Context: an optimization exercise on an open-source flow, tuned for small area, a short achievable clock period and few clock cycles. The choices shown serve that exercise and are no tape-out recipe.
Where RTL was checked, it was by simulation tests only, not by an equivalence proof against the original.
No functional check of the RTL was part of run 2.

==> flow/design.v <==
module rc_ramp #(
    parameter W   = 33,
    parameter SGN = 0
) (
    input  wire         clk,
    input  wire         cap,       
    input  wire         prep,      
    input  wire         dstep,     
    input  wire [5:0]   cnt,
    input  wire         fin,       
    input  wire         xfer,      
    input  wire         step,      
    input  wire [W-1:0] x0_in,
    input  wire [W-1:0] x1_in,
    input  wire [8:0]   R,
    input  wire [8:0]   n,
    output reg  [W-1:0] X
);
    reg [W-1:0] x0;      
    reg [W-1:0] sh;      
    reg [W-1:0] qp;      
    reg [7:0]   ra;      
    reg [9:0]   rb;      
    reg         neg;
    wire [W:0] x0e  = SGN ? {x0[W-1], x0} : {1'b0, x0};
    wire [W:0] x1e  = SGN ? {sh[W-1], sh} : {1'b0, sh};
    wire [W:0] diff = x1e - x0e;
    wire [W:0] mag  = diff[W] ? (~diff + 1'b1) : diff;
    wire       b     = sh[W-1];
    wire [8:0] ra2   = {ra, b};
    wire       qa    = (ra2 >= R);
    wire [8:0] ra_n  = qa ? (ra2 - R) : ra2;
    wire [9:0] rb2   = {rb[8:0], 1'b0} + (b ? {1'b0, n} : 10'd0);
    wire       ge2   = (rb2 >= {R, 1'b0});
    wire       ge1   = (rb2 >= {1'b0, R});
    wire [9:0] rb_n  = ge2 ? (rb2 - {R, 1'b0}) : (ge1 ? (rb2 - {1'b0, R}) : rb2);
    wire [1:0] dig   = ge2 ? 2'd2 : {1'b0, ge1};
    wire       c0r   = ({rb[8:0], 1'b0} >= {1'b0, R});
    wire [9:0] rem0  = c0r ? ({rb[8:0], 1'b0} - {1'b0, R}) : ({rb[8:0], 1'b0} + {1'b0, R});
    wire [W-1:0] xini = x0 + (neg ? ~qp : qp) + {{(W-1){1'b0}}, neg ^ c0r};
    always @(posedge clk) begin
        if (cap) begin
            x0 <= x0_in;
            sh <= x1_in;
        end else if (prep) begin
            sh  <= mag[W-1:0];
            neg <= diff[W];
            qp  <= {W{1'b0}};
            ra  <= 8'd0;
            rb  <= 10'd0;
        end else if (dstep && (cnt < W)) begin
            sh <= {sh[W-2:0], qa};
            ra <= ra_n[7:0];
            rb <= rb_n;
            qp <= {qp[W-2:0], 1'b0} + {{(W-2){1'b0}}, dig};
        end else if (fin) begin
            x0 <= xini;
            rb <= rem0;
        end
    end
    reg [W-1:0] qd;
    reg [9:0]   rem, rd2, tr;
    reg         aneg;
    wire [10:0] rem2 = {1'b0, rem} + {1'b0, rd2};
    wire        cy   = (rem2 >= {1'b0, tr});
    wire [10:0] rem3 = cy ? (rem2 - {1'b0, tr}) : rem2;
    always @(posedge clk) begin
        if (xfer) begin
            X    <= x0;
            qd   <= sh;
            rem  <= rb;
            rd2  <= {1'b0, ra, 1'b0};
            tr   <= {R, 1'b0};
            aneg <= neg;
        end else if (step) begin
            rem <= rem3[9:0];
            X   <= X + (aneg ? ~qd : qd) + {{(W-1){1'b0}}, aneg ^ cy};
        end
    end
endmodule
module render_contrib (
    input  wire        clk,
    input  wire        rst,
    input  wire        in_valid,
    output reg         in_ready,
    input  wire [23:0] g_start,     
    input  wire [23:0] g_target,    
    input  wire [32:0] d_start,     
    input  wire [32:0] d_target,    
    input  wire [15:0] a_start,     
    input  wire [15:0] a_target,    
    input  wire [27:0] y_in,        
    input  wire [8:0]  ramp_len,    
    input  wire [7:0]  j_first,     
    output wire        rd_en,
    output reg  [17:0] rd_age,
    input  wire [23:0] rd_data,
    output reg         out_valid,
    output reg  [42:0] out_p,       
    output wire [27:0] out_y        
);
    assign rd_en = 1'b1;
    reg [1:0] ph;
    wire ph0 = (ph == 2'd0);
    wire ph1 = (ph == 2'd1);
    wire ph2 = (ph == 2'd2);
    wire ph3 = (ph == 2'd3);
    localparam S_IDLE = 3'd0, S_PREP = 3'd1, S_DIV = 3'd2, S_FIN = 3'd3, S_RDY = 3'd4;
    reg [2:0]  st;
    reg [5:0]  cnt;
    reg [8:0]  s_r;
    reg [7:0]  s_jf;
    reg [8:0]  s_n;
    reg [7:0]  s_steps;
    reg [27:0] yin;
    reg        dx;           
    wire cap  = (st == S_IDLE) && in_valid;
    wire prep = (st == S_PREP);
    wire dstp = (st == S_DIV);
    wire fin  = (st == S_FIN);
    wire rdy  = (st == S_RDY);
    wire [8:0] jp1 = {1'b0, s_jf} + 9'd1;
    reg  [4:0] fcnt;         
    reg  [7:0] d_steps;      
    wire xfer_d = ph3 && fcnt[4] && rdy && !dx;
    wire emit   = ph0 && !fcnt[4];
    wire dostep = (d_steps != 8'd0);
    reg [5:0] sv, sf, ss;
    wire xfer_a = ph3 && sv[3] && sf[3];
    wire step_a = ph1 && sv[4] && ss[4];
    wire xfer_g = ph1 && sv[5] && sf[5];
    wire step_g = ph3 && sv[5] && ss[5];
    always @(posedge clk) begin
        if (rst) begin
            ph        <= 2'd0;
            st        <= S_IDLE;
            dx        <= 1'b0;
            fcnt      <= 5'd16;
            sv        <= 6'd0;
            in_ready  <= 1'b0;
            out_valid <= 1'b0;
        end else begin
            ph <= ph + 2'd1;
            case (st)
                S_IDLE: if (in_valid) begin
                    s_r  <= ramp_len;
                    s_jf <= j_first;
                    yin  <= y_in;
                    st   <= S_PREP;
                end
                S_PREP: begin
                    s_n     <= (jp1 < s_r) ? jp1 : s_r;
                    s_steps <= (jp1 < s_r) ? (s_r[7:0] - jp1[7:0]) : 8'd0;
                    cnt     <= 6'd0;
                    st      <= S_DIV;
                end
                S_DIV: begin
                    cnt <= cnt + 6'd1;
                    if (cnt == 6'd32)
                        st <= S_FIN;
                end
                S_FIN: st <= S_RDY;
                default: if (in_ready) begin
                    st <= S_IDLE;
                    dx <= 1'b0;
                end
            endcase
            if (xfer_d) begin
                dx      <= 1'b1;
                fcnt    <= 5'd0;
                d_steps <= s_steps;
            end
            if (emit) begin
                fcnt <= fcnt + 5'd1;
                if (dostep)
                    d_steps <= d_steps - 8'd1;
            end
            if (ph0) begin
                sv <= {sv[4:0], emit};
                sf <= {sf[4:0], fcnt == 5'd0};
                ss <= {ss[4:0], dostep};
            end
            in_ready  <= xfer_g;
            out_valid <= ph0 && sv[5];
        end
    end
    wire [32:0] xd;
    wire [23:0] xg;
    wire [15:0] xa;
    rc_ramp #(.W(33), .SGN(0)) u_rd (
        .clk(clk), .cap(cap), .prep(prep), .dstep(dstp), .cnt(cnt), .fin(fin),
        .xfer(xfer_d), .step(emit && dostep),
        .x0_in(d_start), .x1_in(d_target), .R(s_r), .n(s_n), .X(xd));
    rc_ramp #(.W(24), .SGN(1)) u_rg (
        .clk(clk), .cap(cap), .prep(prep), .dstep(dstp), .cnt(cnt), .fin(fin),
        .xfer(xfer_g), .step(step_g),
        .x0_in(g_start), .x1_in(g_target), .R(s_r), .n(s_n), .X(xg));
    rc_ramp #(.W(16), .SGN(0)) u_ra (
        .clk(clk), .cap(cap), .prep(prep), .dstep(dstp), .cnt(cnt), .fin(fin),
        .xfer(xfer_a), .step(step_a),
        .x0_in(a_start), .x1_in(a_target), .R(s_r), .n(s_n), .X(xa));
    wire [16:0] dint = xd[32:16];
    wire        dnz  = |dint;
    wire [16:0] e_w  = dint - {16'd0, dnz};
    wire [17:0] base = {1'b0, e_w} + {14'd0, 4'd15 - fcnt[3:0]};
    reg [16:0] m1, m1b;
    reg [17:0] base1, base1b;
    always @(posedge clk) begin
        if (ph0) begin
            m1     <= {dnz, xd[15:0]};
            base1  <= base;
            m1b    <= m1;
            base1b <= base1;
        end
    end
    reg  [35:0] dd;
    reg  [33:0] m2, m2b;
    reg  [34:0] cpo, cp1;
    wire [17:0] cmb = ph1 ? {1'b0, m1} : (ph3 ? dd[17:0] : dd[35:18]);
    wire [34:0] cmul = m1 * cmb;
    always @(posedge clk) begin
        cpo <= cmul;
        cp1 <= cpo;
        if (ph2)
            dd <= {2'b00, cpo[33:0]} - ({19'd0, m1} * 36'd393216) + 36'd47244640256;
        if (ph2)
            m2 <= cpo[33:0];
        if (ph0)
            m2b <= m2;
    end
    reg  signed [52:0] U;
    reg  signed [19:0] zz;
    wire signed [19:0] m1bs = {3'b000, m1b};
    always @(posedge clk) begin
        if (ph1)
            U <= $signed({18'd0, cp1}) + $signed({cpo, 18'd0}) - 53'sd1688849860263936;
        else
            U <= U + $signed({3'd0, m2b, 16'd0}) + $signed({zz, 32'd0});
        case (ph)
            2'd1:    zz <= 20'sd393216 - m1bs * 20'sd5;
            2'd2:    zz <= -(m1bs * 20'sd3);
            default: zz <= -m1bs;
        endcase
    end
    wire        r_d3  = ph2 | ph1;    
    wire [52:0] rcon  = r_d3 ? ((53'd3 << 50) + (53'd3 << 26))
                             : ((53'd1 << 50) + (53'd1 << 26));
    wire [52:0] t_raw = U + rcon - {52'd0, U[52]};
    reg  [25:0] tr;
    always @(posedge clk) tr <= t_raw[52:27];
    wire        a_d3  = ph3 | ph2;
    wire [12:0] thi   = tr[25:13];
    reg  [12:0] qhi, lo13;
    reg  [1:0]  rhi;
    always @(posedge clk) begin
        qhi  <= a_d3 ? thi / 13'd3 : thi;
        rhi  <= a_d3 ? thi % 13'd3 : 13'd0;
        lo13 <= tr[12:0];
    end
    wire        b_d3 = ph0 | ph3;
    wire [14:0] lo15 = {rhi, lo13};
    wire [14:0] qlo  = b_d3 ? lo15 / 15'd3 : lo15;
    wire [25:0] qq   = {qhi, qlo[12:0]};
    reg  signed [23:0] h;
    always @(posedge clk) h <= qq[23:0] ^ 24'h800000;
    reg [23:0] xr;
    always @(posedge clk) begin
        rd_age <= ph2 ? base1b : rd_age + 18'd1;
        xr     <= rd_data;
    end
    reg  signed [35:0] plo, phi;
    always @(posedge clk) begin
        plo <= h * $signed({1'b0, xr[11:0]});
        phi <= h * $signed(xr[23:12]);
    end
    reg  signed [49:0] acc;
    wire        msub  = ph2 | ph0;
    wire [49:0] acc0  = ph2 ? 50'd0 : acc;
    wire [49:0] plo_e = {{14{plo[35]}}, plo};
    wire [49:0] phi_e = {{2{phi[35]}}, phi, 12'd0};
    always @(posedge clk)
        acc <= acc0 + (msub ? ~plo_e : plo_e) + (msub ? ~phi_e : phi_e) + {48'd0, msub, 1'b0};
    function [27:0] sat28;
        input signed [31:0] x;
        begin
            if (x > 32'sd134217727)
                sat28 = 28'h7ffffff;
            else if (x < -32'sd134217728)
                sat28 = 28'h8000000;
            else
                sat28 = x[27:0];
        end
    endfunction
    wire signed [49:0] vsum = acc + 50'sd131072;
    reg  signed [27:0] v;
    reg  signed [27:0] y, yg;
    reg  signed [28:0] diff;
    always @(posedge clk) begin
        if (ph2)
            v <= sat28(vsum[49:18]);
        if (ph3)
            diff <= (sf[3] ? $signed({yin[27], yin}) : $signed({y[27], y})) - $signed({v[27], v});
    end
    reg  signed [24:0] ma;
    reg  signed [15:0] mb;
    always @(*) begin
        case (ph)
            2'd0: begin ma = {9'd0, xa}; mb = {1'b0, diff[14:0]}; end
            2'd1: begin ma = {9'd0, xa}; mb = {{2{diff[28]}}, diff[28:15]}; end
            2'd2: begin ma = {xg[23], xg}; mb = {2'b00, y[13:0]}; end
            default: begin ma = {xg[23], xg}; mb = {{2{yg[27]}}, yg[27:14]}; end
        endcase
    end
    reg  signed [40:0] pm, pl;
    always @(posedge clk) begin
        pm <= ma * mb;
        pl <= pm;
    end
    wire signed [45:0] airp = $signed({{5{pl[40]}}, pl}) + $signed({pm[30:0], 15'd0}) + 46'sd32768;
    wire signed [29:0] airt = airp[45:16];
    wire signed [30:0] ysum = $signed({v[27], v[27], v[27], v}) + $signed({airt[29], airt});
    wire signed [54:0] gp   = $signed({{14{pl[40]}}, pl}) + $signed({pm, 14'd0}) + 55'sd256;
    always @(posedge clk) begin
        if (ph2) begin
            y  <= sat28({ysum[30], ysum});
            yg <= y;
        end
        out_p <= gp[51:9];
    end
    assign out_y = yg;
endmodule
==> flow/run.sh <==
#!/bin/bash
# synth_recipe.tcl (not shown) runs the flow's synth.tcl, then flattens the netlist and writes it again
# the make line also repeats each setting of config.mk as NAME=value (left out here)
make -C /OpenROAD-flow-scripts/flow DESIGN_CONFIG=/design/flow/config.mk WORK_HOME=/design/flow/orfs CLKGATE_MAP_FILE= SYNTH_SCRIPT=/design/flow/synth_recipe.tcl finish
==> flow/config.mk <==
export PLATFORM = sky130hd
export DESIGN_NAME = render_contrib
export DESIGN_NICKNAME = render_contrib
export VERILOG_FILES = /design/flow/design.v
export SDC_FILE = /design/flow/constraint.sdc
export NUM_CORES = 4
export LEC_CHECK = 0
export CAP_MARGIN = 20
export CORE_MARGIN = 2
export CORE_UTILIZATION = 40
export SLEW_MARGIN = 20
==> flow/constraint.sdc <==
create_clock -name core_clock -period 20.0 [get_ports {clk}]
set_input_delay 4.0000 -clock core_clock [delete_from_list [all_inputs] [get_ports {clk}]]
set_output_delay 4.0000 -clock core_clock [all_outputs]
set_load 0.01 [all_outputs]
==> summary.txt, run 1 <==
Min path
  • Critical hold path startpoint: qhi[0]
  • Class of the tightest hold or removal check: reg -> reg
  • Cell count of the worst hold path: 0
  • Hold-critical path endpoint: h[13]

Synthesis
  • Seq/Total Area, Yosys: 27.56%
  • Number of distinct standard cells referenced by the synthesized netlist: 117
  • Post-synth ARST share: 0%
  • Count of flip-flops with a built-in enable after synthesis: 895
  • Yosys warnings: 4
  • Multiplexer share of the synthesized area: 1.166%
  • Post-synthesis share of cell area spent on xor and xnor gates: 7.806%
  • Number of synthesized register bits: 1398
  • Mapped Nets: 16910
  • Simple-gate portion of the synthesized area: 13.33%
  • Synthesized instance count: 14160
  • Adder and majority cell fraction of the synthesized area: 30.55%
  • Most instantiated flip-flop cell in the synthesis netlist: edfxtp_1
  • Post-synthesis average cell area: 9.468 um^2
  • Share of the synthesized area in compound gates (AO/OA/AOI/OAI): 12.94%
  • Summed instance area of the synthesized netlist: 134000 um^2
  • Main combinational cell family by area after synthesis: adder cells

Detailed routing
  • Pre-antenna DRT Iters: 6
  • Routed via count divided by cell count: 5.302
  • Vias after detailed routing: 99920
  • Count of antenna-violating nets left after detailed routing: 0
  • DRC marker count from the first detailed-route iteration: 7471
  • Aggregate routed wire length: 366200 um
  • # DRC: 0
  • Routed wire per std cell: 19.43 um

Run status
  • Status: no timing/DRC/antenna violations

Global routing
  • Global route total overflow: 0
  • Number of global-route vias before repair: 99680
  • Pin count of the biggest net entering global routing: 80
  • Global Route Usage Sum: 21.53%
  • Number of antenna violations at the first check in global routing: 13
  • First-pass GRT wire length: 576100 um

Cells and area
  • Most common cell after layout, fill and taps aside: inv_1
  • Synthesis-to-layout area growth: 10.25%
  • Net count reported at finish: 17070
  • Proportion of layout cells with a drive suffix above 1: 4.365%
  • Highest-count cells in the layout ignoring fill and taps: inv_1, nand2_1, ha_1, fa_1, nor2_1

Clock tree
  • Number of H-tree levels: 4
  • CTS Buf Count: 170
  • Post-CTS sizing: 0
  • Clk buf depth: 4
  • Number of buffers inserted for hold repair after clock tree synthesis: 0
  • CTS tree: yes
  • Worst-Skew Late Latency: 0.85 ns
  • Buffer cell driving the clock tree root: clkbuf_16
  • TritonCTS Sinks: 1398
  • Clock-pin transition on the worst setup and hold timing paths: 0.06 ns
  • Number of buffers added for setup after CTS: 0

Timing
  • Highest clock rate: 0.09964 GHz
  • Final worst setup slack: 9.964 ns
  • Worst slew margin relative to its limit: 21.03%
  • Worst setup skew after layout: 0.03745 ns
  • Post-route setup TNS: 0 ns
  • Number of slew-limit violations in the final report: 0
  • Post-route clock period utilization: 50.18%
  • Final Critical Period: 10.04 ns
  • Number of endpoints failing setup at the final stage: 0
  • RSZ-0062 raised after global routing: no
  • Pin slew with the least headroom to its limit: 1.184 ns
  • Total count of hold-check failures in the final report: 0

Worst setup path
  • Required time reported for the critical path endpoint: 20.77 ns
  • Total buffers and inverters traversed by the critical path: 5
  • Critical R2R Capture: pm[40]
  • CP endpoint kind: register
  • Slowest cell delay on critical path: 0.75 ns
  • Cell repeated most along the worst path: fa_1
  • Kind of cell adding the most delay to the critical path: adder cells
  • Type of the worst setup path: reg -> reg
  • R2R Path Start: ph[0]
  • Worst reg2reg path depth: 28
  • Largest fanout on the critical path: 55
  • Worst path arrival time: 10.81 ns
  • CP max-delay cell: ha_4
  • Worst setup SP type: register

Floorplan
  • Std cell rows: 212
  • Die Wd: 582.9 um
  • Chip Height: 582.9 um
  • Starting density of the core: 40.20%
  • Floorplan core area: 333400 um^2
  • Die ar.: 339700 um^2
  • Boundary pin count: 310

Run
  • Max Cap Viol: 0

Placement
  • GP Congestion: 0.9140
  • Post-detail-place hpwl: 285000 um
  • Worst slack after detailed placement: 9.966 ns
  • Number of buffer cells added on primary ports: 308
==> through the flow <==
stage	instances	hold slack, ns	utilization [%]	instance area [um^2]
after floorplan	14160	0.3096	-	134000
after global placement	18540	0.3106	42.62	142100
after detailed placement	18540	0.3121	42.62	142100
after CTS	18840	0.3258	44.32	147800
after global routing	18850	0.3281	44.32	147800
final	18850	0.3255	44.32	147800
==> cell families (layout without fill, tap and decap cells) <==
group	after synthesis	count (layout)
other	1	2
buffers and inverters	2346	2646
AND/OR/NAND/NOR	3803	3803
adder cells (fa/ha/maj)	2530	2530
multiplexers	147	147
flip-flops	1398	1398
AO/OA/AOI/OAI	2739	2739
XOR/XNOR	1193	1193
==> worst max-delay path by stage <==
stage,from,cells after the start,to,slack [ns]
floorplan,ph[0],33,pm[40],8.32
global placement,ph[0],30,pm[40],10.07
detailed placement,ph[0],28,pm[40],9.97
CTS,ph[0],28,pm[40],9.93
global route,ph[0],28,pm[40],9.26
finish,ph[0],28,pm[40],9.96
==> layout make-up <==
type	instances	area, um^2
Multi-Input combinational cell	10410	88450
Clock inverter	93	1017
Sequential cell	1398	36950
Inverter	1889	7094
Fill cell	31990	185600
Timing Repair Buffer	448	4129
Antenna cell	1	2.502
Clock buffer	216	4644
Tap cell	4387	5489
==> flip-flops by register name, indices dropped and copies added, names as in the netlist, 29 cells and up <==
register / cells
U: 53
acc: 50
cp1: 35
cpo: 35
dd: 36
diff: 29
m2: 32
m2b: 34
out_p: 43
phi: 36
pl: 33
plo: 36
pm: 41
u_rd.X: 33
u_rd.qd: 33
u_rd.qp: 33
u_rd.sh: 33
u_rd.x0: 33
==> cells in the mapped netlist, types with 18 or more instances <==
master        n  share of area [%]
a21o_1      282                1.6
a21oi_1     821                3.1
a31oi_1      72               0.34
nand3_1     194               0.72
clkbuf_1    391                1.1
inv_1      1881                5.3
edfxtp_1    895                 20
mux2i_1      83               0.62
o22ai_1      47               0.22
a221oi_1     27               0.18
fa_1       1238                 18
and3_1       82               0.38
o2111ai_1    18               0.12
nand2b_1    190               0.89
nor3_1      167               0.62
dfxtp_1     503                7.5
xor2_1      516                3.4
xnor2_1     675                4.4
buf_1        41               0.11
nand2_1    1384                3.9
and2_1      430                2.0
o21a_1      120               0.67
a22oi_1      79               0.44
ha_1       1292                 12
nand4_1      77               0.36
o21ai_0     628                2.3
a21boi_0     43               0.24
nor4_1       27               0.13
mux2_2       63               0.53
a41oi_1      20               0.13
nor2_1      901                2.5
or3_1        61               0.28
a211o_1      20               0.13
or2_2        49               0.23
and4_1       22               0.14
o31ai_1      60               0.34
o21bai_1    139               0.78
a211oi_1    107               0.60
nor2b_1     130               0.61
o211ai_1     34               0.19
==> routing by layer <==
layer	vias to the layer above	wire, um	GRT usage (%)	share of wire, %
met4	2	9307	5.325	2.5
met5	-	9	0	0.0025
met2	2536	162700	34.35	44
met1	49160	173400	31.07	47
met3	392	20750	2.392	5.7
li1	47840	-	-	-
Testbench counts, summed over its fixed seeds: cycles 25,064.
==> run 2, diff against run 1 <==
--- a/flow/design.v
+++ b/flow/design.v
@@ -100,11 +100,11 @@
     output wire [27:0] out_y        
 );
     assign rd_en = 1'b1;
-    reg [1:0] ph;
-    wire ph0 = (ph == 2'd0);
-    wire ph1 = (ph == 2'd1);
-    wire ph2 = (ph == 2'd2);
-    wire ph3 = (ph == 2'd3);
+    reg  [3:0] phr;
+    wire ph0 = phr[0];
+    wire ph1 = phr[1];
+    wire ph2 = phr[2];
+    wire ph3 = phr[3];
     localparam S_IDLE = 3'd0, S_PREP = 3'd1, S_DIV = 3'd2, S_FIN = 3'd3, S_RDY = 3'd4;
     reg [2:0]  st;
     reg [5:0]  cnt;
@@ -126,13 +126,13 @@
     wire emit   = ph0 && !fcnt[4];
     wire dostep = (d_steps != 8'd0);
     reg [5:0] sv, sf, ss;
-    wire xfer_a = ph3 && sv[3] && sf[3];
-    wire step_a = ph1 && sv[4] && ss[4];
-    wire xfer_g = ph1 && sv[5] && sf[5];
-    wire step_g = ph3 && sv[5] && ss[5];
+    wire xfer_a = ph2 && sv[3] && sf[3];
+    wire step_a = ph0 && sv[3] && ss[3];
+    wire xfer_g = ph0 && sv[4] && sf[4];
+    wire step_g = ph2 && sv[5] && ss[5];
     always @(posedge clk) begin
         if (rst) begin
-            ph        <= 2'd0;
+            phr       <= 4'b0001;
             st        <= S_IDLE;
             dx        <= 1'b0;
             fcnt      <= 5'd16;
@@ -140,7 +140,7 @@
             in_ready  <= 1'b0;
             out_valid <= 1'b0;
         end else begin
-            ph <= ph + 2'd1;
+            phr <= {phr[2:0], phr[3]};
             case (st)
                 S_IDLE: if (in_valid) begin
                     s_r  <= ramp_len;
@@ -203,44 +203,51 @@
     wire        dnz  = |dint;
     wire [16:0] e_w  = dint - {16'd0, dnz};
     wire [17:0] base = {1'b0, e_w} + {14'd0, 4'd15 - fcnt[3:0]};
+    wire [16:0] m_w  = {dnz, xd[15:0]};
     reg [16:0] m1, m1b;
     reg [17:0] base1, base1b;
+    reg [33:0] m2, m2b;
     always @(posedge clk) begin
         if (ph0) begin
-            m1     <= {dnz, xd[15:0]};
+            m1     <= m_w;
             base1  <= base;
             m1b    <= m1;
             base1b <= base1;
+            m2b    <= m2;
         end
     end
+    reg  [17:0] cb;
     reg  [35:0] dd;
-    reg  [33:0] m2, m2b;
-    reg  [34:0] cpo, cp1;
-    wire [17:0] cmb = ph1 ? {1'b0, m1} : (ph3 ? dd[17:0] : dd[35:18]);
-    wire [34:0] cmul = m1 * cmb;
-    always @(posedge clk) begin
-        cpo <= cmul;
-        cp1 <= cpo;
-        if (ph2)
-            dd <= {2'b00, cpo[33:0]} - ({19'd0, m1} * 36'd393216) + 36'd47244640256;
-        if (ph2)
-            m2 <= cpo[33:0];
-        if (ph0)
-            m2b <= m2;
-    end
-    reg  signed [52:0] U;
-    reg  signed [19:0] zz;
-    wire signed [19:0] m1bs = {3'b000, m1b};
+    reg  [25:0] cpa, cpb;
+    reg  [34:0] cp1;
+    wire [34:0] cpsum = {9'd0, cpa} + {cpb, 9'd0};
+    wire [35:0] dd_w  = {10'd0, cpa} + {1'b0, cpb, 9'd0} - {1'b0, m1, 18'd0} - {2'b00, m1, 17'd0}
+                        + 36'd47244640256;
+    always @(posedge clk) begin
+        cpa <= m1 * cb[8:0];
+        cpb <= m1 * cb[17:9];
+        cp1 <= cpsum;
+        if (ph2) begin
+            m2 <= cpsum[33:0];
+            dd <= dd_w;
+        end
+        cb <= ph0 ? {1'b0, m_w} : (ph2 ? dd_w[17:0] : dd[35:18]);
+    end
+    reg  [52:0] U;
+    reg  [19:0] zz;
+    wire [19:0] m1bz = {3'b000, m1b};
+    wire [52:0] ua = ph1 ? {18'd0, cp1}          : U;
+    wire [52:0] ub = ph1 ? {9'd0, cpa, 18'd0}    : {3'd0, m2b, 16'd0};
+    wire [52:0] uc = ph1 ? {cpb, 27'd0}          : {{1{zz[19]}}, zz, 32'd0};
+    wire [52:0] ud = ph1 ? (53'd0 - (53'd6 << 48)) : 53'd0;
     always @(posedge clk) begin
+        U <= ua + ub + uc + ud;
         if (ph1)
-            U <= $signed({18'd0, cp1}) + $signed({cpo, 18'd0}) - 53'sd1688849860263936;
+            zz <= 20'd393216 - (m1bz + {m1bz[17:0], 2'b00});
+        else if (ph2)
+            zz <= 20'd0 - (m1bz + {m1bz[18:0], 1'b0});
         else
-            U <= U + $signed({3'd0, m2b, 16'd0}) + $signed({zz, 32'd0});
-        case (ph)
-            2'd1:    zz <= 20'sd393216 - m1bs * 20'sd5;
-            2'd2:    zz <= -(m1bs * 20'sd3);
-            default: zz <= -m1bs;
-        endcase
+            zz <= 20'd0 - m1bz;
     end
     wire        r_d3  = ph2 | ph1;    
     wire [52:0] rcon  = r_d3 ? ((53'd3 << 50) + (53'd3 << 26))
@@ -268,18 +275,21 @@
         rd_age <= ph2 ? base1b : rd_age + 18'd1;
         xr     <= rd_data;
     end
-    reg  signed [35:0] plo, phi;
+    reg  signed [31:0] q0, q1, q2;
     always @(posedge clk) begin
-        plo <= h * $signed({1'b0, xr[11:0]});
-        phi <= h * $signed(xr[23:12]);
-    end
-    reg  signed [49:0] acc;
-    wire        msub  = ph2 | ph0;
-    wire [49:0] acc0  = ph2 ? 50'd0 : acc;
-    wire [49:0] plo_e = {{14{plo[35]}}, plo};
-    wire [49:0] phi_e = {{2{phi[35]}}, phi, 12'd0};
+        q0 <= h * $signed({1'b0, xr[7:0]});
+        q1 <= h * $signed({1'b0, xr[15:8]});
+        q2 <= h * $signed(xr[23:16]);
+    end
+    reg  [49:0] acc;
+    wire        msub = ph2 | ph0;
+    wire [49:0] acc0 = ph2 ? 50'd0 : acc;
+    wire [49:0] q0e  = {{18{q0[31]}}, q0};
+    wire [49:0] q1e  = {{10{q1[31]}}, q1, 8'd0};
+    wire [49:0] q2e  = {{2{q2[31]}}, q2, 16'd0};
     always @(posedge clk)
-        acc <= acc0 + (msub ? ~plo_e : plo_e) + (msub ? ~phi_e : phi_e) + {48'd0, msub, 1'b0};
+        acc <= acc0 + (msub ? ~q0e : q0e) + (msub ? ~q1e : q1e) + (msub ? ~q2e : q2e)
+               + {48'd0, msub, msub};
     function [27:0] sat28;
         input signed [31:0] x;
         begin
@@ -291,41 +301,46 @@
                 sat28 = x[27:0];
         end
     endfunction
-    wire signed [49:0] vsum = acc + 50'sd131072;
-    reg  signed [27:0] v;
-    reg  signed [27:0] y, yg;
-    reg  signed [28:0] diff;
+    wire [49:0] vsum = acc + 50'd131072;
+    reg  [27:0] v;
+    reg  [27:0] y, yg;
+    reg  [28:0] diff;
+    wire [28:0] yprev  = sf[3] ? {yin[27], yin} : {y[27], y};
+    wire [28:0] diff_w = yprev - {v[27], v};
     always @(posedge clk) begin
         if (ph2)
             v <= sat28(vsum[49:18]);
         if (ph3)
-            diff <= (sf[3] ? $signed({yin[27], yin}) : $signed({y[27], y})) - $signed({v[27], v});
+            diff <= diff_w;
     end
-    reg  signed [24:0] ma;
-    reg  signed [15:0] mb;
-    always @(*) begin
-        case (ph)
-            2'd0: begin ma = {9'd0, xa}; mb = {1'b0, diff[14:0]}; end
-            2'd1: begin ma = {9'd0, xa}; mb = {{2{diff[28]}}, diff[28:15]}; end
-            2'd2: begin ma = {xg[23], xg}; mb = {2'b00, y[13:0]}; end
-            default: begin ma = {xg[23], xg}; mb = {{2{yg[27]}}, yg[27:14]}; end
+    reg  [24:0] am;
+    reg  [15:0] bm;
+    always @(posedge clk) begin
+        am <= (ph3 | ph0) ? {9'd0, xa} : {xg[23], xg};
+        case (1'b1)
+            ph3:     bm <= {1'b0, diff_w[14:0]};
+            ph0:     bm <= {{2{diff[28]}}, diff[28:15]};
+            ph1:     bm <= {2'b00, y[13:0]};
+            default: bm <= {{2{y[27]}}, y[27:14]};
         endcase
     end
-    reg  signed [40:0] pm, pl;
+    reg  signed [32:0] pma, pmb, pla, plb;
     always @(posedge clk) begin
-        pm <= ma * mb;
-        pl <= pm;
-    end
-    wire signed [45:0] airp = $signed({{5{pl[40]}}, pl}) + $signed({pm[30:0], 15'd0}) + 46'sd32768;
-    wire signed [29:0] airt = airp[45:16];
-    wire signed [30:0] ysum = $signed({v[27], v[27], v[27], v}) + $signed({airt[29], airt});
-    wire signed [54:0] gp   = $signed({{14{pl[40]}}, pl}) + $signed({pm, 14'd0}) + 55'sd256;
+        pma <= $signed(am) * $signed({1'b0, bm[7:0]});
+        pmb <= $signed(am) * $signed(bm[15:8]);
+        pla <= pma;
+        plb <= pmb;
+    end
+    wire signed [47:0] airs = $signed(pla) + ($signed(plb) <<< 8) + ($signed(pma) <<< 15)
+                              + ($signed(pmb) <<< 23) + ($signed(v) <<< 16) + 48'sd32768;
+    wire signed [54:0] gs   = $signed(pla) + ($signed(plb) <<< 8) + ($signed(pma) <<< 14)
+                              + ($signed(pmb) <<< 22) + 55'sd256;
     always @(posedge clk) begin
         if (ph2) begin
-            y  <= sat28({ysum[30], ysum});
+            y  <= sat28(airs[47:16]);
             yg <= y;
         end
-        out_p <= gp[51:9];
+        out_p <= gs[51:9];
     end
     assign out_y = yg;
 endmodule
==> summary.txt, run 2 <==
Clock tree
  • Number of H-tree levels: 4
  • Clock-pin transition on the worst setup and hold timing paths: 0.07 ns
  • CTS tree: yes
  • Clk buf depth: 4
  • Post-CTS sizing: 0
  • Worst-Skew Late Latency: 0.97 ns
  • CTS Buf Count: 185
  • Number of buffers added for setup after CTS: 0
  • TritonCTS Sinks: 1515
  • Number of buffers inserted for hold repair after clock tree synthesis: 0
  • Buffer cell driving the clock tree root: clkbuf_16

Detailed routing
  • DRC marker count from the first detailed-route iteration: 7101
  • Vias after detailed routing: 100700
  • Routed wire per std cell: 19.29 um
  • # DRC: 0
  • Aggregate routed wire length: 372100 um
  • Routed via count divided by cell count: 5.219
  • Count of antenna-violating nets left after detailed routing: 0
  • Pre-antenna DRT Iters: 6

Timing
  • Final Critical Period: 7.389 ns
  • Number of slew-limit violations in the final report: 0
  • Worst slew margin relative to its limit: 23.88%
  • Worst setup skew after layout: 0.1445 ns
  • Highest clock rate: 0.1353 GHz
  • Final worst setup slack: 12.61 ns
  • Post-route clock period utilization: 36.95%
  • Pin slew with the least headroom to its limit: 1.140 ns
  • Post-route setup TNS: 0 ns
  • Number of endpoints failing setup at the final stage: 0
  • RSZ-0062 raised after global routing: no
  • Total count of hold-check failures in the final report: 0
  • Hold slack final: 0.3128 ns

Synthesis
  • Synthesized instance count: 14460
  • Most instantiated flip-flop cell in the synthesis netlist: edfxtp_1
  • Cell taking the most area after synthesis: edfxtp_1
  • Leading cell types by count after synthesis: inv_1, ha_1, fa_1, nand2_1, nor2_1
  • Seq/Total Area, Yosys: 28.16%
  • Cell with the most instances after synthesis: inv_1
  • Most area-consuming cells after synthesis: edfxtp_1, fa_1, ha_1
  • Post-synthesis average cell area: 9.572 um^2
  • Number of synthesized register bits: 1515
  • Post-synth ARST share: 0%
  • Count of flip-flops with a built-in enable after synthesis: 863
  • Number of distinct standard cells referenced by the synthesized netlist: 113
  • Mapped Nets: 17280
  • Post-synth top area share: 18.73%
  • Summed instance area of the synthesized netlist: 138400 um^2
  • Yosys warnings: 4

Worst setup path
  • Largest fanout on the critical path: 17
  • Worst path arrival time: 7.94 ns
  • Cell repeated most along the worst path: o21ai_0
  • Slowest cell delay on critical path: 0.43 ns
  • CP max-delay cell: fa_1
  • Worst setup SP type: register
  • CP endpoint kind: register
  • Type of the worst setup path: reg -> reg
  • Required time reported for the critical path endpoint: 20.55 ns

Run status
  • Status: no timing/DRC/antenna violations

Cells and area
  • Register with the most flip-flops: acc
  • Proportion of layout cells with a drive suffix above 1: 4.441%
  • Area taken by flip-flops and latches: 38980 um^2
  • Top flop regs: acc x50, out_p x43, U x37
  • Largest register FFs: 50
  • Post-Route Utilization: 44.43%
  • Combined area of the multi-input logic cells: 90500 um^2
  • Net count reported at finish: 17390
  • Most common cell after layout, fill and taps aside: inv_1
  • Fill cell instance count of the final layout: 33010
  • Synthesis-to-layout area growth: 10.29%
  • Highest-count cells in the layout ignoring fill and taps: inv_1, ha_1, fa_1, nand2_1, nor2_1

Floorplan
  • Die Wd: 592.2 um
  • Starting density of the core: 40.28%
  • Floorplan core area: 343500 um^2
  • Die ar.: 350600 um^2
  • Std cell rows: 215
  • Chip Height: 592.2 um
  • Boundary pin count: 310

Global routing
  • Global Route Usage Sum: 21.22%
  • First-pass GRT wire length: 585000 um
  • Global route total overflow: 0
  • Number of global-route vias before repair: 101100
  • Pin count of the biggest net entering global routing: 104
  • Number of antenna violations at the first check in global routing: 13

Placement
  • GP Congestion: 0.9076
  • Number of buffer cells added on primary ports: 308
  • Post-detail-place hpwl: 289200 um
  • Worst slack after detailed placement: 12.53 ns

Min path
  • Class of the tightest hold or removal check: reg -> reg

Run
  • Max Cap Viol: 0
run 2: cell types whose count changed after synthesis, sizes merged, moves of 40 or more:
cell / previous run / this run
fa: 1238 / 1290
nand2: 1384 / 1174
a21oi: 821 / 776
xor2: 517 / 477
xnor2: 676 / 725
clkbuf: 392 / 452
dfxtp: 503 / 652
and2: 434 / 789
run 2: cell type report:
type                    instances  share of cell area (%)
repair buffers                428                   2.632
clock buffers                 222                   3.260
diodes                          2                0.003279
flip-flops and latches       1515                   25.54
inverters                    1884                   4.637
clock inverters               121                  0.8871
multi-input cells           10560                   59.30
well taps                    4557                   3.736
run 2: critical path, delay by kind of cell, from the launching register on:
kind                       cells  cell delay [ns]
DFF                            1             0.37
adders and majority gates      5             1.78
AOI/OAI and AO/OA             18             3.24
and+or+nand+nor                6             1.02
xor gates and xnor gates       3             0.58
run 2: path summary, 6_finish.rpt:
| path | startpoint | endpoint | slack [ns] | cells after the start |
|---|---|---|---|---|
| min reg2reg | pmb[30] | plb[30] | 0.31 | 0 |
| max reg2reg | u_rg.rd2[1] | u_rg.X[22] | 12.61 | 32 |
| max | u_rg.rd2[1] | u_rg.X[22] | 12.61 | 32 |
| min | pmb[30] | plb[30] | 0.31 | 0 |
run 2: kinds of logic (layout without fill, tap and decap cells):
logic type / after synthesis / after routing / share of synthesized area, %
AOI/OAI and AO/OA: 2638 / 2638 / 11.96
xor gates and xnor gates: 1202 / 1202 / 7.608
adders and majority gates: 2604 / 2604 / 30.55
buffers and inverters: 2384 / 2655 / 6.502
DFF: 1515 / 1515 / 28.16
muxes: 173 / 173 / 1.347
other: 1 / 3 / 0.002710
and+or+nand+nor: 3939 / 3939 / 13.87
run 2: routing by layer:
| layer | part of all wire, % | wire length [um] | vias to the layer above | track usage, % |
|---|---|---|---|---|
| met2 | 45 | 167200 | 2367 | 33.93 |
| met1 | 47 | 174700 | 49510 | 30.43 |
| met5 | 0.0022 | 8 | - | 0 |
| li1 | - | - | 48340 | - |
| met3 | 5.5 | 20280 | 436 | 2.405 |
| met4 | 2.7 | 9930 | 2 | 5.576 |
run 2: per-stage QoR:
stage | cells | cell area [um^2]
floorplan | 14460 | 138400
global placement | 18940 | 146200
detailed placement | 18940 | 146200
CTS | 19280 | 152600
global route | 19290 | 152600
finish | 19290 | 152600
==> run 3, diff against run 2 <==
--- a/flow/design.v
+++ b/flow/design.v
@@ -18,7 +18,6 @@
 );
     reg [W-1:0] x0;      
     reg [W-1:0] sh;      
-    reg [W-1:0] qp;      
     reg [7:0]   ra;      
     reg [9:0]   rb;      
     reg         neg;
@@ -37,7 +36,11 @@
     wire [1:0] dig   = ge2 ? 2'd2 : {1'b0, ge1};
     wire       c0r   = ({rb[8:0], 1'b0} >= {1'b0, R});
     wire [9:0] rem0  = c0r ? ({rb[8:0], 1'b0} - {1'b0, R}) : ({rb[8:0], 1'b0} + {1'b0, R});
-    wire [W-1:0] xini = x0 + (neg ? ~qp : qp) + {{(W-1){1'b0}}, neg ^ c0r};
+    wire [W:0]   oh   = {{W{1'b0}}, 1'b1} << (W - 1 - cnt);
+    wire [W-1:0] term = fin ? {{(W-1){1'b0}}, c0r}
+                            : ((dig[0] ? oh[W-1:0] : {W{1'b0}}) | (dig[1] ? {oh[W-2:0], 1'b0} : {W{1'b0}}));
+    wire [W:0]   xaw  = {x0, 1'b1} + {(neg ? ~term : term), neg};
+    wire [W-1:0] xacc = xaw[W:1];
     always @(posedge clk) begin
         if (cap) begin
             x0 <= x0_in;
@@ -45,25 +48,26 @@
         end else if (prep) begin
             sh  <= mag[W-1:0];
             neg <= diff[W];
-            qp  <= {W{1'b0}};
             ra  <= 8'd0;
             rb  <= 10'd0;
         end else if (dstep && (cnt < W)) begin
             sh <= {sh[W-2:0], qa};
             ra <= ra_n[7:0];
             rb <= rb_n;
-            qp <= {qp[W-2:0], 1'b0} + {{(W-2){1'b0}}, dig};
+            x0 <= xacc;
         end else if (fin) begin
-            x0 <= xini;
+            x0 <= xacc;
             rb <= rem0;
         end
     end
     reg [W-1:0] qd;
     reg [9:0]   rem, rd2, tr;
-    reg         aneg;
+    reg         aneg, cy;
     wire [10:0] rem2 = {1'b0, rem} + {1'b0, rd2};
-    wire        cy   = (rem2 >= {1'b0, tr});
     wire [10:0] rem3 = cy ? (rem2 - {1'b0, tr}) : rem2;
+    wire [10:0] rem4 = rem3 + {1'b0, rd2};
+    wire [10:0] rbx  = {1'b0, rb} + {2'b00, ra, 1'b0};
+    wire [W:0]  xs   = {X, 1'b1} + {(aneg ? ~qd : qd), aneg ^ cy};
     always @(posedge clk) begin
         if (xfer) begin
             X    <= x0;
@@ -72,9 +76,11 @@
             rd2  <= {1'b0, ra, 1'b0};
             tr   <= {R, 1'b0};
             aneg <= neg;
+            cy   <= (rbx >= {1'b0, R, 1'b0});
         end else if (step) begin
             rem <= rem3[9:0];
-            X   <= X + (aneg ? ~qd : qd) + {{(W-1){1'b0}}, aneg ^ cy};
+            cy  <= (rem4 >= {1'b0, tr});
+            X   <= xs[W:1];
         end
     end
 endmodule
@@ -250,9 +256,11 @@
             zz <= 20'd0 - m1bz;
     end
     wire        r_d3  = ph2 | ph1;    
-    wire [52:0] rcon  = r_d3 ? ((53'd3 << 50) + (53'd3 << 26))
-                             : ((53'd1 << 50) + (53'd1 << 26));
-    wire [52:0] t_raw = U + rcon - {52'd0, U[52]};
+    wire        rneg  = ph2 | ph0;    
+    wire        cneg  = rneg ? (~U[52] & (|U)) : U[52];
+    wire [52:0] rcon  = (r_d3 ? ((53'd3 << 50) + (53'd3 << 26)) : ((53'd1 << 50) + (53'd1 << 26)))
+                        + {52'd0, rneg} - {52'd0, cneg};
+    wire [52:0] t_raw = (rneg ? ~U : U) + rcon;
     reg  [25:0] tr;
     always @(posedge clk) tr <= t_raw[52:27];
     wire        a_d3  = ph3 | ph2;
@@ -282,14 +290,12 @@
         q2 <= h * $signed(xr[23:16]);
     end
     reg  [49:0] acc;
-    wire        msub = ph2 | ph0;
     wire [49:0] acc0 = ph2 ? 50'd0 : acc;
     wire [49:0] q0e  = {{18{q0[31]}}, q0};
     wire [49:0] q1e  = {{10{q1[31]}}, q1, 8'd0};
     wire [49:0] q2e  = {{2{q2[31]}}, q2, 16'd0};
     always @(posedge clk)
-        acc <= acc0 + (msub ? ~q0e : q0e) + (msub ? ~q1e : q1e) + (msub ? ~q2e : q2e)
-               + {48'd0, msub, msub};
+        acc <= acc0 + q0e + q1e + q2e;
     function [27:0] sat28;
         input signed [31:0] x;
         begin
@@ -320,8 +326,8 @@
         case (1'b1)
             ph3:     bm <= {1'b0, diff_w[14:0]};
             ph0:     bm <= {{2{diff[28]}}, diff[28:15]};
-            ph1:     bm <= {2'b00, y[13:0]};
-            default: bm <= {{2{y[27]}}, y[27:14]};
+            ph1:     bm <= {1'b0, y[14:0]};
+            default: bm <= {{3{y[27]}}, y[27:15]};
         endcase
     end
     reg  signed [32:0] pma, pmb, pla, plb;
@@ -331,16 +337,16 @@
         pla <= pma;
         plb <= pmb;
     end
-    wire signed [47:0] airs = $signed(pla) + ($signed(plb) <<< 8) + ($signed(pma) <<< 15)
-                              + ($signed(pmb) <<< 23) + ($signed(v) <<< 16) + 48'sd32768;
-    wire signed [54:0] gs   = $signed(pla) + ($signed(plb) <<< 8) + ($signed(pma) <<< 14)
-                              + ($signed(pmb) <<< 22) + 55'sd256;
+    wire signed [27:0] vz = ph2 ? $signed(v) : 28'sd0;
+    wire signed [54:0] cs = $signed(pla) + ($signed(plb) <<< 8) + ($signed(pma) <<< 15)
+                            + ($signed(pmb) <<< 23) + ($signed(vz) <<< 16)
+                            + (ph2 ? 55'sd32768 : 55'sd256);
     always @(posedge clk) begin
         if (ph2) begin
-            y  <= sat28(airs[47:16]);
+            y  <= sat28(cs[47:16]);
             yg <= y;
         end
-        out_p <= gs[51:9];
+        out_p <= cs[51:9];
     end
     assign out_y = yg;
 endmodule
==> summary.txt, run 3 <==
Synthesis
  • Post-synthesis average cell area: 9.420 um^2
  • Cell taking the most area after synthesis: fa_1
  • Post-synth top area share: 17.91%
  • Summed instance area of the synthesized netlist: 136700 um^2
  • Simple-gate portion of the synthesized area: 14.26%
  • Synthesized instance count: 14510
  • Most area-consuming cells after synthesis: fa_1, edfxtp_1, ha_1
  • Most instantiated flip-flop cell in the synthesis netlist: edfxtp_1
  • Seq/Total Area, Yosys: 26.97%
  • Adder and majority cell fraction of the synthesized area: 30.54%
  • Post-synthesis share of cell area spent on xor and xnor gates: 7.316%
  • Leading cell types by count after synthesis: inv_1, ha_1, fa_1, nand2_1, nor2_1
  • Post-synth ARST share: 0%
  • Number of distinct standard cells referenced by the synthesized netlist: 103
  • Yosys warnings: 4
  • Multiplexer share of the synthesized area: 1.486%
  • Mapped Nets: 17330
  • Main combinational cell family by area after synthesis: adder cells
  • Count of flip-flops with a built-in enable after synthesis: 793
  • Cell with the most instances after synthesis: inv_1
  • Share of the synthesized area in compound gates (AO/OA/AOI/OAI): 13.09%
  • Number of synthesized register bits: 1445

Floorplan
  • Std cell rows: 214
  • Boundary pin count: 310
  • Die Wd: 588.6 um
  • Floorplan core area: 340100 um^2
  • Die ar.: 346400 um^2
  • Starting density of the core: 40.20%
  • Chip Height: 588.6 um

Detailed routing
  • DRC marker count from the first detailed-route iteration: 6563
  • Routed wire per std cell: 19.57 um
  • Pre-antenna DRT Iters: 6
  • Count of antenna-violating nets left after detailed routing: 0
  • Aggregate routed wire length: 378100 um
  • Routed via count divided by cell count: 5.263
  • Vias after detailed routing: 101700
  • # DRC: 0

Worst setup path
  • Worst setup SP type: register
  • Worst path arrival time: 9.08 ns
  • CP max-delay cell: edfxtp_1
  • Slowest cell delay on critical path: 0.65 ns
  • Type of the worst setup path: reg -> reg
  • Required time reported for the critical path endpoint: 20.65 ns
  • CP endpoint kind: register
  • Largest fanout on the critical path: 15

Clock tree
  • TritonCTS Sinks: 1445
  • Post-CTS sizing: 0
  • Number of H-tree levels: 4
  • Number of buffers added for setup after CTS: 0
  • Clock-pin transition on the worst setup and hold timing paths: 0.06 ns
  • CTS Buf Count: 178
  • Worst-Skew Late Latency: 0.90 ns
  • CTS tree: yes
  • Clk buf depth: 4
  • Number of buffers inserted for hold repair after clock tree synthesis: 0
  • Buffer cell driving the clock tree root: clkbuf_16

Timing
  • Post-route setup TNS: 0 ns
  • RSZ-0062 raised after global routing: no
  • Number of endpoints failing setup at the final stage: 0
  • Worst slew margin relative to its limit: 23.25%
  • Post-route clock period utilization: 42.15%
  • Number of slew-limit violations in the final report: 0
  • Final Critical Period: 8.429 ns
  • Total count of hold-check failures in the final report: 0
  • Pin slew with the least headroom to its limit: 1.150 ns
  • Worst setup skew after layout: 0.08780 ns
  • Highest clock rate: 0.1186 GHz

Cells and area
  • Top flop regs: acc x50, out_p x43, U x37
  • Largest register FFs: 50
  • Highest-count cells in the layout ignoring fill and taps: inv_1, ha_1, fa_1, nand2_1, nor2_1
  • Net count reported at finish: 17440
  • Register with the most flip-flops: acc
  • Most common cell after layout, fill and taps aside: inv_1
  • Post-Route Utilization: 44.39%
  • Synthesis-to-layout area growth: 10.42%
  • Proportion of layout cells with a drive suffix above 1: 4.563%

Global routing
  • Number of global-route vias before repair: 100600
  • Number of antenna violations at the first check in global routing: 22
  • Global Route Usage Sum: 21.61%
  • First-pass GRT wire length: 588400 um
  • Global route total overflow: 0
  • Pin count of the biggest net entering global routing: 80

Placement
  • Number of buffer cells added on primary ports: 308
  • GP Congestion: 0.9010
  • Post-detail-place hpwl: 292700 um

Min path
  • Class of the tightest hold or removal check: reg -> reg

Run
  • Max Cap Viol: 0

Run status
  • Status: no timing/DRC/antenna violations
[run 3: cell count changes after synthesis, moves of 24 or more]
cell,change
inv_1,-101
edfxtp_1,-70
a21oi_1,+69
fa_1,-67
ha_1,+65
nor2_1,+52
nor2b_1,+46
a211oi_1,+42
xnor2_1,-42
a21o_1,+41
nand2_1,-31
and3_1,-29
a21boi_0,-25
o21bai_1,+24
[run 3: logic make-up (layout without fill, tap and decap cells)]
kind of cell,after synthesis,in the layout
and+or+nand+nor,3992,3992
other,1,17
AOI/OAI and AO/OA,2838,2838
adders and majority gates,2603,2603
DFF,1445,1445
muxes,191,191
buffers and inverters,2301,2559
xor gates and xnor gates,1141,1141
[run 3: critical path: cells and delay by family (launching register included)]
family          cells  cell delay (ns)
compound gates     17             3.75
simple gates       11             2.00
fa+ha+maj           4             1.27
flops               1             0.65
xor+xnor            3             0.48
[run 3: layer usage]
layer  GRT usage (%)  vias up  share of wire [%]
li1                -    48880                  -
met1           30.86    49590                 47
met2           34.20     2753                 44
met3           3.071      465                6.2
met4           5.726        6                2.8
met5               0        -             0.0090
[run 3: stage by stage]
step / area, um^2 / cells / hold WS, ns / setup slack (ns)
final: 150900 / 19320 / 0.2694 / 11.57
after global routing: 150900 / 19310 / 0.3045 / 11.00
after CTS: 150900 / 19310 / 0.2810 / 11.63
after detailed placement: 144600 / 18980 / 0.3132 / 11.64
after global placement: 144600 / 18980 / 0.3120 / 11.59
after floorplan: 136700 / 14510 / 0.3096 / 10.87
[run 3: final timing paths]
path,endpoint,slack (ns),start,cells after the start
worst max-delay path,u_rd.x0[32],11.57,u_rd.sh[32],35
worst min-delay path,plb[30],0.27,pmb[30],0
worst max register to register,u_rd.x0[32],11.57,u_rd.sh[32],35
worst min register to register,plb[30],0.27,pmb[30],0
[run 3: cell type report]
class / instances / area, um^2
Antenna cell: 16 / 40.04
Fill cell: 32980 / 189100
Tap cell: 4536 / 5675
Clock inverter: 102 / 1284
Multi-Input combinational cell: 10770 / 91290
Timing Repair Buffer: 448 / 4129
Sequential cell: 1445 / 36880
Inverter: 1782 / 6691
Clock buffer: 227 / 4956
Testbench counts of run 3, summed over its fixed seeds: cycles 25,064.
==> run 4, diff against run 3 <==
--- a/flow/design.v
+++ b/flow/design.v
@@ -8,6 +8,7 @@
     input  wire         dstep,     
     input  wire [5:0]   cnt,
     input  wire         fin,       
+    input  wire         fin2,      
     input  wire         xfer,      
     input  wire         step,      
     input  wire [W-1:0] x0_in,
@@ -21,6 +22,8 @@
     reg [7:0]   ra;      
     reg [9:0]   rb;      
     reg         neg;
+    reg [1:0]   dg;      
+    reg [5:0]   dpos;
     wire [W:0] x0e  = SGN ? {x0[W-1], x0} : {1'b0, x0};
     wire [W:0] x1e  = SGN ? {sh[W-1], sh} : {1'b0, sh};
     wire [W:0] diff = x1e - x0e;
@@ -29,16 +32,18 @@
     wire [8:0] ra2   = {ra, b};
     wire       qa    = (ra2 >= R);
     wire [8:0] ra_n  = qa ? (ra2 - R) : ra2;
-    wire [9:0] rb2   = {rb[8:0], 1'b0} + (b ? {1'b0, n} : 10'd0);
-    wire       ge2   = (rb2 >= {R, 1'b0});
-    wire       ge1   = (rb2 >= {1'b0, R});
-    wire [9:0] rb_n  = ge2 ? (rb2 - {R, 1'b0}) : (ge1 ? (rb2 - {1'b0, R}) : rb2);
-    wire [1:0] dig   = ge2 ? 2'd2 : {1'b0, ge1};
+    wire [10:0] bn   = b ? {2'b00, n} : 11'd0;
+    wire [10:0] rb2  = {1'b0, rb[8:0], 1'b0} + bn;
+    wire [10:0] rb2a = {1'b0, rb[8:0], 1'b0} + bn - {2'b00, R};
+    wire [10:0] rb2b = {1'b0, rb[8:0], 1'b0} + bn - {1'b0, R, 1'b0};
+    wire        ge2  = ~rb2b[10];
+    wire        ge1  = ~rb2a[10];
+    wire [9:0]  rb_n = ge2 ? rb2b[9:0] : (ge1 ? rb2a[9:0] : rb2[9:0]);
+    wire [1:0]  dig  = ge2 ? 2'd2 : {1'b0, ge1};
     wire       c0r   = ({rb[8:0], 1'b0} >= {1'b0, R});
     wire [9:0] rem0  = c0r ? ({rb[8:0], 1'b0} - {1'b0, R}) : ({rb[8:0], 1'b0} + {1'b0, R});
-    wire [W:0]   oh   = {{W{1'b0}}, 1'b1} << (W - 1 - cnt);
-    wire [W-1:0] term = fin ? {{(W-1){1'b0}}, c0r}
-                            : ((dig[0] ? oh[W-1:0] : {W{1'b0}}) | (dig[1] ? {oh[W-2:0], 1'b0} : {W{1'b0}}));
+    wire [W:0]   oh   = {{W{1'b0}}, 1'b1} << (W - 1 - dpos);
+    wire [W-1:0] term = (dg[0] ? oh[W-1:0] : {W{1'b0}}) | (dg[1] ? {oh[W-2:0], 1'b0} : {W{1'b0}});
     wire [W:0]   xaw  = {x0, 1'b1} + {(neg ? ~term : term), neg};
     wire [W-1:0] xacc = xaw[W:1];
     always @(posedge clk) begin
@@ -50,14 +55,25 @@
             neg <= diff[W];
             ra  <= 8'd0;
             rb  <= 10'd0;
-        end else if (dstep && (cnt < W)) begin
-            sh <= {sh[W-2:0], qa};
-            ra <= ra_n[7:0];
-            rb <= rb_n;
+            dg  <= 2'd0;
+        end else if (dstep) begin
             x0 <= xacc;
+            if (cnt < W) begin
+                sh   <= {sh[W-2:0], qa};
+                ra   <= ra_n[7:0];
+                rb   <= rb_n;
+                dg   <= dig;
+                dpos <= cnt;
+            end else begin
+                dg   <= 2'd0;
+            end
         end else if (fin) begin
-            x0 <= xacc;
-            rb <= rem0;
+            x0   <= xacc;
+            rb   <= rem0;
+            dg   <= {1'b0, c0r};
+            dpos <= W - 1;
+        end else if (fin2) begin
+            x0   <= xacc;
         end
     end
     reg [W-1:0] qd;
@@ -111,7 +127,7 @@
     wire ph1 = phr[1];
     wire ph2 = phr[2];
     wire ph3 = phr[3];
-    localparam S_IDLE = 3'd0, S_PREP = 3'd1, S_DIV = 3'd2, S_FIN = 3'd3, S_RDY = 3'd4;
+    localparam S_IDLE = 3'd0, S_PREP = 3'd1, S_DIV = 3'd2, S_FIN = 3'd3, S_FIN2 = 3'd5, S_RDY = 3'd4;
     reg [2:0]  st;
     reg [5:0]  cnt;
     reg [8:0]  s_r;
@@ -124,6 +140,7 @@
     wire prep = (st == S_PREP);
     wire dstp = (st == S_DIV);
     wire fin  = (st == S_FIN);
+    wire fin2 = (st == S_FIN2);
     wire rdy  = (st == S_RDY);
     wire [8:0] jp1 = {1'b0, s_jf} + 9'd1;
     reg  [4:0] fcnt;         
@@ -165,7 +182,8 @@
                     if (cnt == 6'd32)
                         st <= S_FIN;
                 end
-                S_FIN: st <= S_RDY;
+                S_FIN: st <= S_FIN2;
+                S_FIN2: st <= S_RDY;
                 default: if (in_ready) begin
                     st <= S_IDLE;
                     dx <= 1'b0;
@@ -194,15 +212,15 @@
     wire [23:0] xg;
     wire [15:0] xa;
     rc_ramp #(.W(33), .SGN(0)) u_rd (
-        .clk(clk), .cap(cap), .prep(prep), .dstep(dstp), .cnt(cnt), .fin(fin),
+        .clk(clk), .cap(cap), .prep(prep), .dstep(dstp), .cnt(cnt), .fin(fin), .fin2(fin2),
         .xfer(xfer_d), .step(emit && dostep),
         .x0_in(d_start), .x1_in(d_target), .R(s_r), .n(s_n), .X(xd));
     rc_ramp #(.W(24), .SGN(1)) u_rg (
-        .clk(clk), .cap(cap), .prep(prep), .dstep(dstp), .cnt(cnt), .fin(fin),
+        .clk(clk), .cap(cap), .prep(prep), .dstep(dstp), .cnt(cnt), .fin(fin), .fin2(fin2),
         .xfer(xfer_g), .step(step_g),
         .x0_in(g_start), .x1_in(g_target), .R(s_r), .n(s_n), .X(xg));
     rc_ramp #(.W(16), .SGN(0)) u_ra (
-        .clk(clk), .cap(cap), .prep(prep), .dstep(dstp), .cnt(cnt), .fin(fin),
+        .clk(clk), .cap(cap), .prep(prep), .dstep(dstp), .cnt(cnt), .fin(fin), .fin2(fin2),
         .xfer(xfer_a), .step(step_a),
         .x0_in(a_start), .x1_in(a_target), .R(s_r), .n(s_n), .X(xa));
     wire [16:0] dint = xd[32:16];
==> flow/flow/run.sh (new file) <==
#!/bin/bash
set -euo pipefail
bash standard.sh SETUP_SLACK_MARGIN=14.3 finish > standard_make.log 2>&1
==> flow/standard.sh (new file) <==
#!/bin/bash
# synth_recipe.tcl (not shown) runs the flow's synth.tcl, then flattens the netlist and writes it again
# the make line also repeats each setting of config.mk as NAME=value (left out here)
make -C /OpenROAD-flow-scripts/flow DESIGN_CONFIG=/design/flow/config.mk WORK_HOME=/design/flow/orfs CLKGATE_MAP_FILE= SYNTH_SCRIPT=/design/flow/synth_recipe.tcl "${@:-finish}"
removed: flow/run.sh
==> summary.txt, run 4 <==
Run status
  • Status: no timing/DRC/antenna violations

Timing
  • Post-route setup TNS: 0 ns
  • Total count of hold-check failures in the final report: 0
  • Highest clock rate: 0.1744 GHz
  • Worst slew margin relative to its limit: 29.28%
  • Number of slew-limit violations in the final report: 0
  • Final Critical Period: 5.733 ns
  • Pin slew with the least headroom to its limit: 1.061 ns
  • Number of endpoints failing setup at the final stage: 0
  • RSZ-0062 raised after global routing: yes
  • Hold slack final: 0.3221 ns
  • Worst setup skew after layout: 0.1399 ns
  • Post-route clock period utilization: 28.67%

Worst setup path
  • Kind of cell adding the most delay to the critical path: adder cells
  • Worst setup SP type: register
  • Slowest cell delay on critical path: 0.53 ns
  • Largest fanout on the critical path: 12
  • R2R Path Start: xr[13]
  • CP endpoint kind: register
  • Total buffers and inverters traversed by the critical path: 3
  • List of cells traversed by the critical path: clkbuf_4 > clkbuf_8 > nand2_1 > fa_1 > fa_1 > inv_1 > fa_1 > fa_1 > ha_1 > a21boi_2 > o21ai_2 > a21oi_4 > a211oi_4 > nor3b_4 > o311ai_4 > a2111oi_4 > o21a_1 > o21a_1 > o41a_1 > xor2_1
  • Worst path arrival time: 6.46 ns
  • Critical R2R Capture: q1[30]
  • Worst reg2reg path depth: 20
  • Cell repeated most along the worst path: fa_1
  • CP max-delay cell: fa_1
  • Type of the worst setup path: reg -> reg
  • Required time reported for the critical path endpoint: 20.73 ns

Synthesis
  • Summed instance area of the synthesized netlist: 138100 um^2
  • Count of flip-flops with a built-in enable after synthesis: 817
  • Mapped Nets: 17500
  • Most instantiated flip-flop cell in the synthesis netlist: edfxtp_1
  • Yosys warnings: 4
  • Number of distinct standard cells referenced by the synthesized netlist: 101
  • Post-synthesis average cell area: 9.414 um^2
  • Most area-consuming cells after synthesis: edfxtp_1, fa_1, ha_1
  • Synthesized instance count: 14680
  • Cell taking the most area after synthesis: edfxtp_1
  • Post-synth top area share: 17.76%
  • Post-synth ARST share: 0%
  • Seq/Total Area, Yosys: 27.21%
  • Number of synthesized register bits: 1469
  • Cell with the most instances after synthesis: inv_1
  • Leading cell types by count after synthesis: inv_1, ha_1, fa_1, nand2_1, nor2_1

Cells and area
  • Synthesis-to-layout area growth: 12.84%
  • Post-Route Utilization: 45.42%
  • Register with the most flip-flops: acc
  • Largest register FFs: 50
  • Combined area of the multi-input logic cells: 93070 um^2
  • Proportion of layout cells with a drive suffix above 1: 7.298%
  • Area taken by flip-flops and latches: 37880 um^2
  • Net count reported at finish: 17740
  • Most common cell after layout, fill and taps aside: inv_1
  • Top flop regs: acc x50, out_p x43, U x37
  • Fill cell instance count of the final layout: 32960
  • Number of standard cells in the layout, taps in and fillers out: 19650
  • Highest-count cells in the layout ignoring fill and taps: inv_1, ha_1, fa_1, nand2_1, nor2_1

Global routing
  • Global Route Usage Sum: 21.82%
  • First-pass GRT wire length: 597600 um
  • Pin count of the biggest net entering global routing: 79
  • Global route total overflow: 0
  • Number of global-route vias before repair: 102000
  • Number of antenna violations at the first check in global routing: 16

Floorplan
  • Chip Height: 591.7 um
  • Die ar.: 350100 um^2
  • Die Wd: 591.7 um
  • Floorplan core area: 343300 um^2
  • Starting density of the core: 40.25%
  • Boundary pin count: 310
  • Std cell rows: 215

Clock tree
  • Buffer cell driving the clock tree root: clkbuf_16
  • Clk buf depth: 4
  • TritonCTS Sinks: 1469
  • Number of H-tree levels: 4
  • CTS tree: yes
  • Number of buffers inserted for hold repair after clock tree synthesis: 0
  • CTS Buf Count: 183
  • Worst-Skew Late Latency: 0.96 ns
  • Clock-pin transition on the worst setup and hold timing paths: 0.06 ns

Run
  • Max Cap Viol: 0

Detailed routing
  • Pre-antenna DRT Iters: 6
  • DRC marker count from the first detailed-route iteration: 7731
  • Routed wire per std cell: 20.06 um
  • Aggregate routed wire length: 394100 um
  • Routed via count divided by cell count: 5.321
  • # DRC: 0
  • Vias after detailed routing: 104500
  • Count of antenna-violating nets left after detailed routing: 0

Min path
  • Cell count of the worst hold path: 0
  • Class of the tightest hold or removal check: reg -> reg
  • Critical hold path startpoint: pmb[29]
  • Hold-critical path endpoint: plb[29]

Placement
  • GP Congestion: 0.8938
  • Instance count after placement with tap cells included: 19140
  • Number of buffer cells added on primary ports: 308
  • Post-detail-place hpwl: 297100 um
-- run 4: cell types whose count changed after synthesis, moves of 32 or more --
cell / before / now
a21o_1: 306 / 227
o21ai_0: 677 / 747
nor2_1: 944 / 888
nor3_1: 177 / 218
o22ai_1: 30 / 64
o21ai_1: 33 / 1
-- run 4: cells by family (layout without fill, tap and decap cells) --
logic type	after synthesis	in the layout	share of synthesized area, %
other cells	1	18	0.002714
simple gates	4098	4099	14.64
fa+ha+maj	2602	2602	30.21
flops	1469	1469	27.21
buf+inv	2327	2723	6.343
mux	188	188	1.463
compound gates	2874	2874	13.05
xor+xnor	1116	1116	7.081
-- run 4: cell type report --
cell class                 count  share of cell area (%)
inverter                    1796                   4.348
sequential                  1469                   24.30
clock buffer                 230                   3.258
multi-input combinational  10880                   59.70
tap                         4557                   3.658
clock inverter               103                  0.8612
antenna                       17                 0.02729
timing repair buffer         594                   3.847
-- run 4: how the worst max path moves through the flow --
stage | cells after the start | endpoint | start | slack, ns
finish | 20 | q1[30] | xr[13] | 14.27
global route | 20 | q1[30] | xr[13] | 14.09
CTS | 21 | q1[30] | h[15] | 14.06
detailed placement | 4 | u_rd.sh[15] | in_valid | 12.88
global placement | 4 | u_rd.sh[15] | in_valid | 12.85
floorplan | 27 | tr[22] | phr[2] | 14.16
-- run 4: worst reg2reg max path: stages (launching register included) --
cell       delay [ns]
dfxtp_4          0.40
clkbuf_4         0.20
clkbuf_8         0.20
nand2_1          0.09
fa_1             0.49
fa_1             0.48
inv_1            0.07
fa_1             0.53
fa_1             0.49
ha_1             0.35
a21boi_2         0.18
o21ai_2          0.22
a21oi_4          0.11
a211oi_4         0.30
nor3b_4          0.10
o311ai_4         0.37
a2111oi_4        0.12
o21a_1           0.22
o21a_1           0.18
o41a_1           0.32
xor2_1           0.14
-- run 4: timing repair --
item | in CTS | in global routing
pin swaps | 9 | 90
setup endpoints to repair | 355 | 99
gates cloned | 2 | 14
setup buffers | 37 | 105
hold endpoints to repair | 0 | 0
gates resized for setup | 326 | 239
-- run 4: per-layer routing --
metal | vias to the layer above | GRT usage, % | wire (um)
li1 | 49940 | - | -
met1 | 51440 | 30.82 | 181900
met2 | 2675 | 35.59 | 179400
met3 | 478 | 2.386 | 21560
met4 | 4 | 5.567 | 11240
met5 | - | 0 | 15
-- run 4: per-stage QoR --
step                setup slack [ns]  area [um^2]
global route                   14.09       155800
global placement               12.85       146300
floorplan                      14.16       138600
detailed placement             12.88       146300
CTS                            14.06       153600
finish                         14.27       155900
Testbench counts of run 4, summed over its fixed seeds: cycles 25,064.

==> separate check: timing with driven ports <==
The flow's constraints put no driver on any port. The routed layouts listed below were extracted and timed again, unchanged, in two steps. Step 1, drivers: a clkbuf_16 drives clk and a buf_2 each remaining input, both assumed. Step 2 adds t to the input delays and takes it off the output delays; t is the mean of the earliest and latest rising clock arrival at the registers after step 1. Input paths then give back, and output paths get back, about the clock's delay inside the block. Slacks: ideal ports / drivers / drivers and shift; pairs: ideal ports / drivers.
run | shift t [ns] | setup slack, ns | worst setup path at the end | slew at the worst register clock pin (ns)
run 1 | 0.942 | 9.964 / 9.964 / 9.964 | register to register | 0.07 / 0.07
run 2 | 1.002 | 12.611 / 12.611 / 12.592 | input to register | 0.07 / 0.07
run 3 | 0.983 | 11.571 / 11.571 / 11.571 | register to register | 0.08 / 0.08
run 4 | 0.998 | 14.267 / 14.267 / 13.469 | input to register | 0.07 / 0.07
After both steps every run listed still meets setup and hold. The setup slack of run 4, which loses most, moves by 0.000 ns with the drivers and by -0.798 ns with both steps.
